Source: an optimization exercise on an open RTL-to-GDS flow (aim: small area, a short achievable clock period and few clock cycles). Production flows keep margins and buffers that such runs may drop. At most, simulation tests tie the RTL to the original design; equivalence was not proved. Power is estimated from default activity; no workload was simulated.

Design pvc_encoder, start of the top module:
module pvc_encoder (
    input  wire        clk,
    input  wire        rst,
    input  wire        in_valid,
    output reg         in_ready,
    input  wire [19:0] in_x,
    input  wire [19:0] in_last,
    input  wire [19:0] in_desc,
    input  wire        in_force,
    input  wire        in_eob,
    output reg         r_valid,
    output reg  [19:0] r_value,
    output reg         w_valid,
    input  wire        w_ready,
    output wire [19:0] w_data,
    output reg         w_last,
    output reg  [13:0] w_bits
);
Size in the first run: ~2600 cells after synthesis.
clock: 18.0 ns
lec_check: 0
abc_area: 1
cap_margin: 20
core_margin: 2
core_utilization: 40
slew_margin: 20
standard.sh (not shown) runs the stock make flow with config.mk's settings and CLKGATE_MAP_FILE= SYNTH_SCRIPT=/design/flow/synth_recipe.tcl, a recipe that flattens the netlist after the stock synthesis.
==> flow/flow/run.sh <==
#!/bin/bash
# ORFS layout through the standard.sh. The synthesis keeps the standard
# register inference and only maps the logic differently (settings in
# flow/synth_knobs.txt, one per line); setup repair then aims below the clock
# period (flow/knobs.txt). The SDC is unchanged.
set -euo pipefail
cd "$(dirname "$0")/.."
mapfile -t SKNOBS < flow/synth_knobs.txt
mapfile -t KNOBS < flow/knobs.txt
bash standard.sh "${SKNOBS[@]}" synth > synth.log 2>&1
bash standard.sh "${KNOBS[@]}" finish > layout.log 2>&1
==> flow/flow/knobs.txt <==
SETUP_SLACK_MARGIN=13.0
BUFFER_PORTS_ARGS=-buffer_cell sky130_fd_sc_hd__buf_2
CTS_ARGS=-sink_clustering_enable -repair_clock_nets -sink_clustering_size 20 -sink_clustering_max_diameter 80 -buf_list sky130_fd_sc_hd__clkbuf_16 -dont_use_dummy_load
==> flow/flow/synth_knobs.txt <==
ADDER_MAP_FILE=
SYNTH_OPERATIONS_ARGS=-noshare
Testbench counts at the start, summed over its fixed seeds: cycles 33,907.
Change:
--- a/flow/design.v
+++ b/flow/design.v
@@ -146,21 +146,21 @@
             w1 <= w;
             k1 <= keep;
             e1 <= e0;
         end
     end
     wire [6:0]    sh    = cnt + {2'd0, s1};
     wire [20:0]   g1g   = g1 & {21{ins & k1}};
     wire [4:0]    wk    = k1 ? w1 : 5'd1;
     wire [N+32:0] big   = {{N{1'b0}}, g1g, 12'd0} << sh;
     wire [N-1:0]  insv  = big[N+23:24];
-    wire [N-1:0]  b1    = buffer | insv;
+    wire [N-1:0]  b1    = (cnt == 7'd0) ? insv : (buffer | insv);
     wire [N-1:0]  bsh   = w_valid ? {20'd0, b1[N-1:20]} : b1;
     wire [N-1:0]  bnext = w_ready ? bsh : b1;
     wire [6:0]    csum  = cnt + {2'd0, wk};
     wire [2:0]    cw    = (csum > 7'd60) ? 3'd4 : (csum > 7'd40) ? 3'd3 :
                           (csum > 7'd20) ? 3'd2 : 3'd1;
     wire [6:0]    cround = (csum > 7'd60) ? 7'd80 : (csum > 7'd40) ? 7'd60 :
                            (csum > 7'd20) ? 7'd40 : 7'd20;
     wire          eins  = ins && e1;
     wire [6:0]    c1    = ins ? (e1 ? cround : csum) : cnt;
     wire [2:0]    lp1   = eins ? cw : lastpos;
@@ -176,42 +176,41 @@
     wire          wv_n  = (c1 >= 7'd20);
     wire          wv_e  = w_valid ? (c1e >= 7'd20) : wv_n;
     wire          wl_n  = (lp1 == 3'd1);
     wire          wl_e  = w_valid ? (lp1e == 3'd1) : wl_n;
     wire          v0next = in_ready ? in_valid : v0;
     assign w_data = buffer[19:0];
     wire [13:0]   bsum  = bacc + {9'd0, wk};
     always @(posedge clk) begin
         if (eins)
             w_bits <= bsum;
+        buffer <= bnext;
     end
     always @(posedge clk) begin
         if (rst) begin
             v0       <= 1'b0;
             v1       <= 1'b0;
             in_ready <= 1'b0;
             en0      <= 1'b1;
             ok       <= 1'b1;
-            buffer   <= {N{1'b0}};
             cnt      <= 7'd0;
             lastpos  <= 3'd0;
             w_valid  <= 1'b0;
             w_last   <= 1'b0;
             bacc     <= 14'd0;
             r_valid  <= 1'b0;
         end else begin
             v0       <= v0next;
             v1       <= v1next;
             ok       <= oknext;
             in_ready <= !v0next || !v1next || oknext;
             en0      <= !(v0next && v1next && !oknext);
             r_valid  <= v0 && en1;
-            buffer   <= bnext;
             cnt      <= cnext;
             lastpos  <= lpnext;
             w_valid  <= w_ready ? wv_e : wv_n;
             w_last   <= w_ready ? wl_e : wl_n;
             if (ins)
                 bacc <= e1 ? 14'd0 : bsum;
         end
     end
 endmodule
Design area barely changes; combinational power came out higher by about 2%; routed wire length came out lower by about 4%; via count came out lower by about 1.3%; global-route usage came out lower by 1.1 points; worst hold slack is better by 0.018 ns; clock skew came out higher by 0.0032 ns; synthesized cell count came out lower by about 0.34%; clock power came out higher by about 3%.
Testbench counts after the change, summed over its fixed seeds: cycles 33,907.

Setup of main:
pvc_encoder, a different RTL version from the one above (not shown whole).
For scale: ~2,400 cells after synthesis, roughly 240 flip-flops, roughly 120 I/O pins, roughly 16,000 µm² of cells after synthesis.
Design pvc_encoder, start of the top module:
module pvc_encoder (
    input  wire        clk,
    input  wire        rst,
    input  wire        in_valid,
    output reg         in_ready,
    input  wire [19:0] in_x,
    input  wire [19:0] in_last,
    input  wire [19:0] in_desc,
    input  wire        in_force,
    input  wire        in_eob,
    output reg         r_valid,
    output reg  [19:0] r_value,
    output reg         w_valid,
    input  wire        w_ready,
    output wire [19:0] w_data,
    output reg         w_last,
    output reg  [13:0] w_bits
);
export LEC_CHECK = 0
export ABC_AREA = 1
export CAP_MARGIN = 20
export CORE_MARGIN = 2
export CORE_UTILIZATION = 40
export SLEW_MARGIN = 20
create_clock -name core_clock -period 18.0 [get_ports {clk}]
==> flow/flow/knobs.txt <==
SETUP_SLACK_MARGIN=13.2
BUFFER_PORTS_ARGS=-buffer_cell sky130_fd_sc_hd__buf_2
CTS_ARGS=-sink_clustering_enable -repair_clock_nets -sink_clustering_size 20 -sink_clustering_max_diameter 80 -buf_list sky130_fd_sc_hd__clkbuf_16 -dont_use_dummy_load
Scripts as last shown in full above: flow/flow/run.sh, flow/flow/synth_knobs.txt
Input changes introduced in the feature branch (baseline for comparison: main):
-- flow/design.v --
<<< main, line 26
    reg        v1, e1;
    reg [20:0] g1;                        
    reg [3:0]  s1;                        
    reg [4:0]  w1;                        
    reg        k1;                        
>>> the feature branch, line 26
    reg        v1, e1;
    reg [20:0] g1;                        
    reg [4:0]  s1;                        
    reg [4:0]  w1;                        
    reg        k1;                        
<<< main, line 59
    wire [11:0] qmask = ~(12'hfff << q);
    wire [11:0] half  = qmask & ~{1'b0, qmask[11:1]};
    wire [19:0] xo   = x0 | {8'd0, qmask};
    wire        rb   = |(x0[11:0] & half);
    wire        lsb  = |(x0[12:1] & half);
    wire        stk  = |(x0[11:0] & qmask & ~half);
    wire        up   = rb & (stk | lsb);
    wire        clampblk = (&xo[18:0]) & (sg ? ~x0[19] : x0[19]);
    wire        up2  = up & ~clampblk;
    wire [19:0] inc  = xo + 20'd1;
>>> the feature branch, line 59
    wire [11:0] qmask = ~(12'hfff << q);
    wire [11:0] half  = qmask & ~{1'b0, qmask[11:1]};
    reg [15:0] rbv, lsbv, stkv, all1v;
    always @* begin
        for (i = 0; i < 16; i = i + 1) begin
            rbv[i]   = (i >= 1 && i <= 12) ? x0[(i >= 1) ? i - 1 : 0] : 1'b0;
            lsbv[i]  = (i <= 12) ? x0[i] : 1'b0;
            stkv[i]  = (i >= 2 && i <= 12) ? |(x0[11:0] & ((12'd1 << ((i >= 1) ? i - 1 : 0)) - 12'd1)) : 1'b0;
            all1v[i] = (i <= 12) ? &(x0[18:0] | ((19'd1 << i) - 19'd1)) : 1'b0;
        end
    end
    wire [19:0] xo   = x0 | {8'd0, qmask};
    wire        rb   = rbv[q];
    wire        lsb  = lsbv[q];
    wire        stk  = stkv[q];
    wire        up   = rb & (stk | lsb);
    wire        clampblk = all1v[q] & (sg ? ~x0[19] : x0[19]);
    wire        up2  = up & ~clampblk;
    wire [19:0] inc  = xo + 20'd1;
<<< main, line 72
    wire        sxc0 = sxm[6];
    wire [8:0]  shi  = {sg & x0[19], x0[19:12]} + ~{sg & l0[19], l0[19:12]} + {8'd0, sxc0};
    wire [20:0] sx0  = {shi, sxl0};
    wire [19:0] dlt  = sx0[19:0];
    wire [11:0] xnl  = ~x0[11:0];
    wire [11:0] evl  = up2 ? (qmask & xnl) : (xnl | ~qmask);
    wire [12:0] svl  = {1'b0, sxl0} + {1'b0, evl} + 13'd1;
    wire [8:0]  svh  = shi + {9{~up2}} + {8'd0, svl[12]};
    wire [20:0] sv   = {svh, svl[11:0]};
    wire [20:0] s    = m_bb ? sv : sx0;
    wire        pass   = f0 | (s[20] ? (~(&s[19:12]) | (~s[11:0] >= dband))
                                     : ((|s[19:12]) | (s[11:0] > dband)));
    wire        keep   = !(m_db | m_bb) | pass;
    wire [19:0] dmag = dlt ^ {20{dlt[19]}};
>>> the feature branch, line 81
    wire        sxc0 = sxm[6];
    wire [8:0]  shi  = {sg & x0[19], x0[19:12]} + ~{sg & l0[19], l0[19:12]} + {8'd0, sxc0};
    wire [8:0]  ship = shi + 9'd1;
    wire [8:0]  shim = shi - 9'd1;
    wire [20:0] sx0  = {shi, sxl0};
    wire [11:0] xnl  = ~x0[11:0];
    wire [12:0] svul = {1'b0, sxl0} + {1'b0, qmask & xnl} + 13'd1;
    wire [12:0] svdl = {1'b0, sxl0} + {1'b0, xnl | ~qmask} + 13'd1;
    wire [20:0] svu  = {svul[12] ? ship : shi, svul[11:0]};
    wire [20:0] svd  = {svdl[12] ? shi : shim, svdl[11:0]};
    wire [20:0] sv   = up2 ? svu : svd;
    wire [19:0] dlt  = sx0[19:0];
    function automatic absgt(input [20:0] v, input [11:0] d);
        absgt = v[20] ? (~(&v[19:12]) | (~v[11:0] >= d))
                      : ((|v[19:12]) | (v[11:0] > d));
    endfunction
    wire        pass_x = absgt(sx0, dband);
    wire        pass_u = absgt(svu, dband);
    wire        pass_d = absgt(svd, dband);
    wire        pass   = f0 | (m_bb ? (up2 ? pass_u : pass_d) : pass_x);
    wire        keep   = !(m_db | m_bb) | pass;
    wire [19:0] dmag = dlt ^ {20{dlt[19]}};
<<< main, line 98
    end
    reg [20:0] g;
    reg [3:0]  sa;
    reg [4:0]  w;
    always @* begin
        g = {x0, m_db}; sa = 4'd11; w = 5'd20;
        if (m_dl) begin
            if (dsmall) begin
                g = {1'b0, dlt & {5'd0, dmask}, n[3:0]};
                sa = 4'd12;
                w = n + 5'd4;
            end else begin
                sa = 4'd15;                   
                w = 5'd24;
            end
        end else if (m_bd) begin
            g = {1'b0, vp}; sa = 4'd12 - q; w = 5'd20 - {1'b0, q};
        end else if (m_db) begin
            sa = 4'd12;
            w = 5'd21;
        end else if (m_bb) begin
            g = {1'b0, vp | {8'd0, half}};
            sa = 4'd13 - q;
            w = 5'd21 - {1'b0, q};
        end
>>> the feature branch, line 115
    end
    reg [20:0] g;
    reg [4:0]  sa;
    reg [4:0]  w;
    always @* begin
        g = {1'b0, x0}; sa = 5'd12; w = 5'd20;
        if (m_dl) begin
            if (dsmall) begin
                g = {1'b0, dlt & {5'd0, dmask}, n[3:0]};
                w = n + 5'd4;
            end else begin
                sa = 5'd16;                   
                w = 5'd24;
            end
        end else if (m_bd) begin
            g = {1'b0, vp}; sa = 5'd12 - {1'b0, q}; w = 5'd20 - {1'b0, q};
        end else if (m_db) begin
            g = {x0, 1'b1};
            w = 5'd21;
        end else if (m_bb) begin
            g = {1'b0, vp | {8'd0, half}};
            sa = 5'd13 - {1'b0, q};
            w = 5'd21 - {1'b0, q};
        end
<<< main, line 133
        end
    end
    wire [6:0]    sh    = cnt + {3'd0, s1};
    wire [20:0]   g1g   = g1 & {21{ins & k1}};
    wire [4:0]    wk    = k1 ? w1 : 5'd1;
>>> the feature branch, line 149
        end
    end
    wire [6:0]    sh    = cnt + {2'd0, s1};
    wire [20:0]   g1g   = g1 & {21{ins & k1}};
    wire [4:0]    wk    = k1 ? w1 : 5'd1;
### Flow results
The hold slack on the feature branch is in line with that on main.
In the metrics for main and the feature branch, the one carrying the lower storage element area is main.
[compare] base=main new=the feature branch: total die area rose about 8%; power share of the combinational group rose by 1.6 points.
Final design area excluding fillers delta (the feature branch − main): unfavourable
| starting density of the core | the feature branch vs main | ≈ equal |
On met3 track demand over resource in global routing, main tracks the feature branch almost exactly.
Diff main -> the feature branch | clock buffer instance count of the final layout | down by a few percent
Testbench counts of the feature branch, summed over its fixed seeds: cycles 33,907.
The RTL of main was laid out without a check of its function.

==> static timing again, ports no longer ideal <==
Ports are ideal in the flow. The routed layouts listed here were re-timed in OpenROAD.
Step 1, drivers: a clkbuf_16 drives clk and a buf_2 each remaining input, both assumed.
Step 2 also shifts input and output timing later by t, the mid clock arrival at the registers, as if the neighbouring blocks saw the same clock.
a / b / c = ideal / step 1 / step 2; a / b = the first two.
run	shift t [ns]	setup slack, ns	worst hold slack (ns)	worst register clock-pin slew, ns
the first run of note 1	0.573	13.202 / 13.229 / 12.656	0.453 / 0.453 / 0.453	0.08 / 0.08
the second run of note 1	0.574	13.143 / 13.172 / 12.598	0.471 / 0.471 / 0.471	0.08 / 0.08
main	0.574	13.268 / 13.214 / 12.845	0.468 / 0.468 / 0.468	0.08 / 0.08
the feature branch	0.572	13.275 / 13.222 / 12.759	0.465 / 0.465 / 0.465	0.09 / 0.09
After both steps setup and hold are still met in every run listed. For the first run of note 1, which loses most, drivers alone change the setup slack by +0.027 ns; drivers and shift together by -0.546 ns.
